Context: an optimization exercise on an open-source flow, tuned for small area. The choices shown serve that exercise and are no tape-out recipe.
In this exercise RTL edits were held to simulation tests only and were not proved equivalent to the original.
No activity file was given, so power comes from the tool's default toggle rates.

<file path="design/flow/config.mk">
export PLATFORM = sky130hd
export DESIGN_NAME = lf_biquad
export DESIGN_NICKNAME = lf_biquad
export VERILOG_FILES = /design/flow/design.v
export SDC_FILE = /design/flow/constraint.sdc
export NUM_CORES = 4
export LEC_CHECK = 0
export CAP_MARGIN = 20
export CORE_MARGIN = 2
export CORE_UTILIZATION = 40
export SLEW_MARGIN = 20
</file>
<file path="design/flow/design.v">
module bq_term (
    input  wire signed [31:0] m,
    input  wire signed [31:0] v,
    input  wire signed [5:0]  e,
    output wire signed [63:0] t
);
    wire signed [63:0] p = m * v;
    wire signed [94:0] p_wide = {{31{p[63]}}, p};
    wire signed [94:0] a      = p_wide <<< e[4:0];
    wire               ovf    = (a[94:63] != {32{a[94]}});
    wire signed [63:0] a_sat  = ovf ? {a[94], {63{~a[94]}}} : a[63:0];
    wire signed [63:0] a_rsh  = {{1{a[94]}}, a[94:32]};
    assign t = e[5] ? a_rsh : a_sat;
endmodule
module lf_biquad (
    input  wire        clk,
    input  wire        rst,
    input  wire        in_valid,
    output wire        in_ready,
    input  wire [31:0] in_x,
    input  wire        in_clear,
    input  wire        in_bypass,
    input  wire [31:0] b0_m,
    input  wire [5:0]  b0_e,
    input  wire [31:0] b1_m,
    input  wire [5:0]  b1_e,
    input  wire [31:0] b2_m,
    input  wire [5:0]  b2_e,
    input  wire [31:0] a1_m,
    input  wire [5:0]  a1_e,
    input  wire [31:0] a2_m,
    input  wire [5:0]  a2_e,
    output reg         out_valid,
    output wire [31:0] out_y,
    output reg         out_sat
);
    reg  [31:0] x1, x2, y1, y2;
    reg  [66:0] acc;
    reg         p0, p1, p2, p3;    
    reg         byp;
    wire idle   = ~(p0 | p1 | p2 | p3);
    assign in_ready = idle;
    wire accept = in_valid & idle;
    wire        zero_v = idle & in_clear;
    wire [31:0] v = ((idle | p0) & ~zero_v) ? x2 :
                    p1 ? x1 :
                    p2 ? y1 :
                    p3 ? y2 : 32'd0;
    wire [31:0] m = idle ? b2_m : p0 ? b1_m : p1 ? b0_m : p2 ? a1_m : a2_m;
    wire [5:0]  e = idle ? b2_e : p0 ? b1_e : p1 ? b0_e : p2 ? a1_e : a2_e;
    wire        neg = p2 | p3;
    wire signed [63:0] t;
    bq_term u_term (.m(m), .v(v), .e(e), .t(t));
    wire [66:0] t_ext = {{3{t[63]}}, t};
    wire [66:0] base  = idle ? 67'd0 : acc;
    wire [66:0] sum   = base + (neg ? ~t_ext : t_ext) + {66'd0, neg};
    wire signed [35:0] q     = sum[66:31];
    wire               half  = sum[30];
    wire               rest  = |sum[29:0];
    wire               up    = half & (rest | q[0]);
    wire signed [36:0] q_rnd = q + $signed({1'b0, up});
    wire               pos_ovf = ~q_rnd[36] & (|q_rnd[35:31]);
    wire               neg_ovf =  q_rnd[36] & ~(&q_rnd[35:31]);
    wire        [31:0] y_filt  = pos_ovf ? 32'h7fff_ffff :
                                 neg_ovf ? 32'h8000_0000 : q_rnd[31:0];
    wire        [31:0] y_new   = byp ? x1 : y_filt;
    wire               sat_new = ~byp & (pos_ovf | neg_ovf);
    assign out_y = y1;
    always @(posedge clk) begin
        acc <= sum;
        if (rst) begin
            x1 <= 32'd0; x2 <= 32'd0; y1 <= 32'd0; y2 <= 32'd0;
            p0 <= 1'b0; p1 <= 1'b0; p2 <= 1'b0; p3 <= 1'b0;
            out_valid <= 1'b0;
            out_sat   <= 1'b0;
        end else begin
            p0 <= accept;
            p1 <= p0;
            p2 <= p1;
            p3 <= p2;
            out_valid <= p3;
            if (accept) begin
                byp <= in_bypass;
                x1  <= in_x;
                x2  <= in_clear ? 32'd0 : x1;
                if (in_clear) begin
                    y1 <= 32'd0;
                    y2 <= 32'd0;
                end
            end
            if (p3) begin
                y1      <= y_new;
                y2      <= y1;
                out_sat <= sat_new;
            end
        end
    end
endmodule
</file>
<file path="design/flow/constraint.sdc">
create_clock -name core_clock -period 27.0 [get_ports {clk}]
set_input_delay 5.4000 -clock core_clock [delete_from_list [all_inputs] [get_ports {clk}]]
set_output_delay 5.4000 -clock core_clock [all_outputs]
set_load 0.01 [all_outputs]
</file>
<file path="design/flow/run.sh">
#!/bin/bash
# synth_recipe.tcl (not shown) runs the flow's synth.tcl, then flattens the netlist and writes it again
# the make line also repeats each setting of config.mk as NAME=value (left out here)
make -C /OpenROAD-flow-scripts/flow DESIGN_CONFIG=/design/flow/config.mk WORK_HOME=/design/flow/orfs CLKGATE_MAP_FILE= SYNTH_SCRIPT=/design/flow/synth_recipe.tcl finish
</file>
==> flow_summary.json <==
{
  "run_status": "complete, no violations",
  "clock_sink_count": 202,
  "pre_cts_ws_ps": 1170,
  "max-vdd-ir-drop_mv": 0.0613,
  "fin_hold_viols": 0,
  "initial_detailed_routing_violation_count": 5314,
  "worstPathRequired_ps": 27470,
  "synth_ff_type": "dfxtp_1",
  "grt_pass1_wl_um": 352000,
  "synth_cell_types": 135,
  "worst-setup-path-type": "input port to flop",
  "worstReg2RegEnd": "y1[9]",
  "number_of_buffers_created_by_cts": 26,
  "clk_pin_slew_worst_paths_ps": 60,
  "synth_cells": 7512,
  "io_pins": 262,
  "critical-path-top-cell-by-count": "fa_1",
  "route.detailed.drc": 0,
  "floorplan.die_area_um2": 152000,
  "antenna_left": 0,
  "post-route-period-util_pct": 94.4,
  "syn-num-nets": 9073,
  "yosys_register_bits": 202,
  "number_of_global_route_vias_before_repair": 55100,
  "worstReg2RegStart": "p1",
  "switching_power_as_a_share_of_total_power_pct": 57.3,
  "cts.htree.levels": 1,
  "post_cts_resized": 0,
  "synth_seq_area_share_pct": 6.80,
  "worst_clock_skew_ps": 27.5,
  "min_delay_worst_endpoint": "x2[5]",
  "power_density_nw_per_um2": 47.5,
  "setup_repair_after_global_routing_missed_its_margin": "false",
  "fillCellCount": 14900,
  "floorplan.core_area_um2": 148000,
  "vert_die_dim_um": 390,
  "route.vias.total": 55100,
  "detailedPlacementHpwl_um": 192000,
  "cell_internal_pwr_mw": 1.32,
  "maxClockFrequency_mhz": 39.2,
  "share_of_layout_cells_above_drive_strength_1_pct": 5.25,
  "synth_enable_flop_cells": 1,
  "cp-start-kind": "input port",
  "grt_start_max_net_pins": 82,
  "cts_buffer_depth": 3,
  "setup_tns_ps": 0,
  "final.min_clock_period_ps": 25480,
  "grt_antenna_before_repair": 3,
  "io_buffers": 261,
  "area_growth_pct": 8.95,
  "drv.max_cap_violation_count": 0,
  "final_common_cell": "fa_1",
  "pwr-share-seq_pct": 12.4,
  "most_used_cells_in_the_layout_excluding_fill_and_tap_cells": "fa_1, inv_1, nand2_1",
  "cellLeakagePower_nw": 29.3,
  "ys_async_sr_fraction_pct": 0,
  "detail_routed_net_length_per_standard_cell_um": 24.8,
  "cts_tree": "done",
  "finalWirelength_um": 234000,
  "groute.usage.overall_pct": 30.4,
  "grt_overflow": 0,
  "clk_latency_ps": 570,
  "yosys_warnings": 1,
  "width_of_the_die_um": 390,
  "transition_time_at_the_pin_with_the_least_slew_margin_ps": 1150,
  "std_cell_rows": 141,
  "final_net_count": 9033,
  "stdcell_area_um2": 65000,
  "cp_data_arrival_time_ps": 25950,
  "net_sw_power_mw": 1.77,
  "detailed_place.area_um2": 64100,
  "timing.critical_path.slowest_stage_cell": "nor3_1",
  "initial_utilization_pct": 40.3,
  "timing_max_transition_violations_final": 0,
  "reg2reg_depth": 60,
  "drt-vias-per-instance": 5.84,
  "hold_path_class": "flop to flop",
  "place_congestion": 1.01,
  "whs_path_depth": 2,
  "critical_path_peak_fanout": 38,
  "finalSetupViolations": 0,
  "cts_hold_repair.buffers": 0,
  "post_cts.repair.setup_buffers": 0,
  "drt_first_pass_iters": 6,
  "timing.max_slew.rel_slack_pct": 22.8,
  "p_total_mw": 3.09,
  "avgSynthCellArea_um2": 7.94,
  "layout_setup_ws_ps": 1520,
  "master_cell_of_the_clock_root_buffer": "clkbuf_16",
  "combPwrFrac_pct": 76.1,
  "endpoint_kind": "flop",
  "timing.critical_path.slowest_cell_delay_ps": 870,
  "hold_path_startpoint": "x2[5]",
  "power.clock.fraction_pct": 11.4,
  "r2r_slack_ps": 5350,
  "synth_area_um2": 59700
}
==> stage by stage <==
stage                     hold slack [ps]  instances  util, %
after floorplan                       432       7512        -
after global placement                439       9373     43.4
after detailed placement              444       9374     43.4
after CTS                             452       9422     44.0
after global routing                  469       9422     44.0
final                                 453       9423     44.0
==> power by group through the flow <==
stage	Sequential [mW]	Clock, mW	Combinational [mW]
2_1_floorplan	0.379	0	1.53
4_1_cts	0.384	0.358	2.30
6_report	0.384	0.354	2.35
3_3_place_gp	0.389	0	2.28
5_1_grt	0.390	0.368	2.51
3_5_place_dp	0.389	0	2.28
==> flip-flops by register name, indices dropped and copies added, names as in the netlist <==
| register | count |
|---|---|
| p1 | 1 |
| p3 | 1 |
| x2 | 32 |
| y2 | 32 |
| acc | 67 |
| x1 | 32 |
| y1 | 32 |
| p0 | 1 |
| byp | 1 |
| out_sat | 1 |
| p2 | 1 |
| out_valid | 1 |
==> worst max-delay path by stage <==
stage / startpoint / endpoint / cells after the start
2_1_floorplan: in_clear / y1[0] / 69
3_3_place_gp: in_clear / y1[9] / 62
3_5_place_dp: in_clear / y1[9] / 63
4_1_cts: in_clear / y1[9] / 63
5_1_grt: in_clear / y1[6] / 63
6_report: in_clear / y1[9] / 59
==> cell type report <==
type / count / area (um^2) / area share, %
Tap cell: 1930 / 2410 / 3.72
Multi-Input combinational cell: 5810 / 50100 / 77.1
Clock buffer: 35 / 704 / 1.08
Sequential cell: 202 / 4070 / 6.26
Timing Repair Buffer: 397 / 3650 / 5.61
Antenna cell: 1 / 2.50 / 0.00385
Clock inverter: 13 / 153 / 0.235
Inverter: 1035 / 3880 / 5.98
==> logic make-up after synthesis <==
| kind of cell | after synthesis | synth area share (%) |
|---|---|---|
| compound gates | 1514 | 16.7 |
| mux | 147 | 2.54 |
| xor+xnor | 210 | 3.10 |
| simple gates | 2605 | 19.6 |
| buf+inv | 1500 | 9.65 |
| flops | 202 | 6.80 |
| fa+ha+maj | 1334 | 41.6 |
==> cells in the mapped netlist, types with 88 or more instances <==
library cell	n	area, um^2
fa_1	1083	21700
inv_1	1031	3870
nand2_1	1011	3790
nor2_1	889	3340
a21oi_1	536	2680
clkbuf_1	359	1350
ha_1	251	3140
dfxtp_1	201	4020
o21ai_0	200	1000
xnor2_1	140	1230
mux2i_1	131	1310
nand3_1	98	490
o21a_1	88	661
==> per-layer routing <==
layer	vias up	global-route usage [%]	routed length, um
met5	-	0	24
met3	475	3.53	18000
met1	27800	41.2	95800
met2	2519	48.8	107000
li1	24300	-	-
met4	4	13.6	12600
==> critical path: cells and delay by family <==
kind	cells	cell delay [ps]
adders and majority gates	10	5440
buffers and inverters	8	2290
AOI/OAI and AO/OA	25	8390
and+or+nand+nor	15	3940
muxes	1	390

==> static timing again, ports no longer ideal <==
In the flow no input, the clock included, has a driving cell. The finished layout below was timed again as built, in two steps.
Step 1 sets driving cells, clkbuf_16 on the clock port and buf_2 on the other inputs (assumed; they add their load-dependent delay and slew).
Step 2, shift: input delay + t, output delay - t, t = (earliest + latest rising clock arrival at the registers) / 2. This alone moves slack from input paths to output paths.
Three values: ideal, step 1, step 2; two values: the first two.
shift t [ns]: 0.609
setup WS [ns]: 1.518 / 1.545 / 0.937
worst setup path after step 2: input to register
slew at the worst register clock pin (ns): 0.06 / 0.06
After both steps setup and hold are still met in this run. For this run, drivers alone change the setup slack by +0.027 ns; drivers and shift together by -0.581 ns.
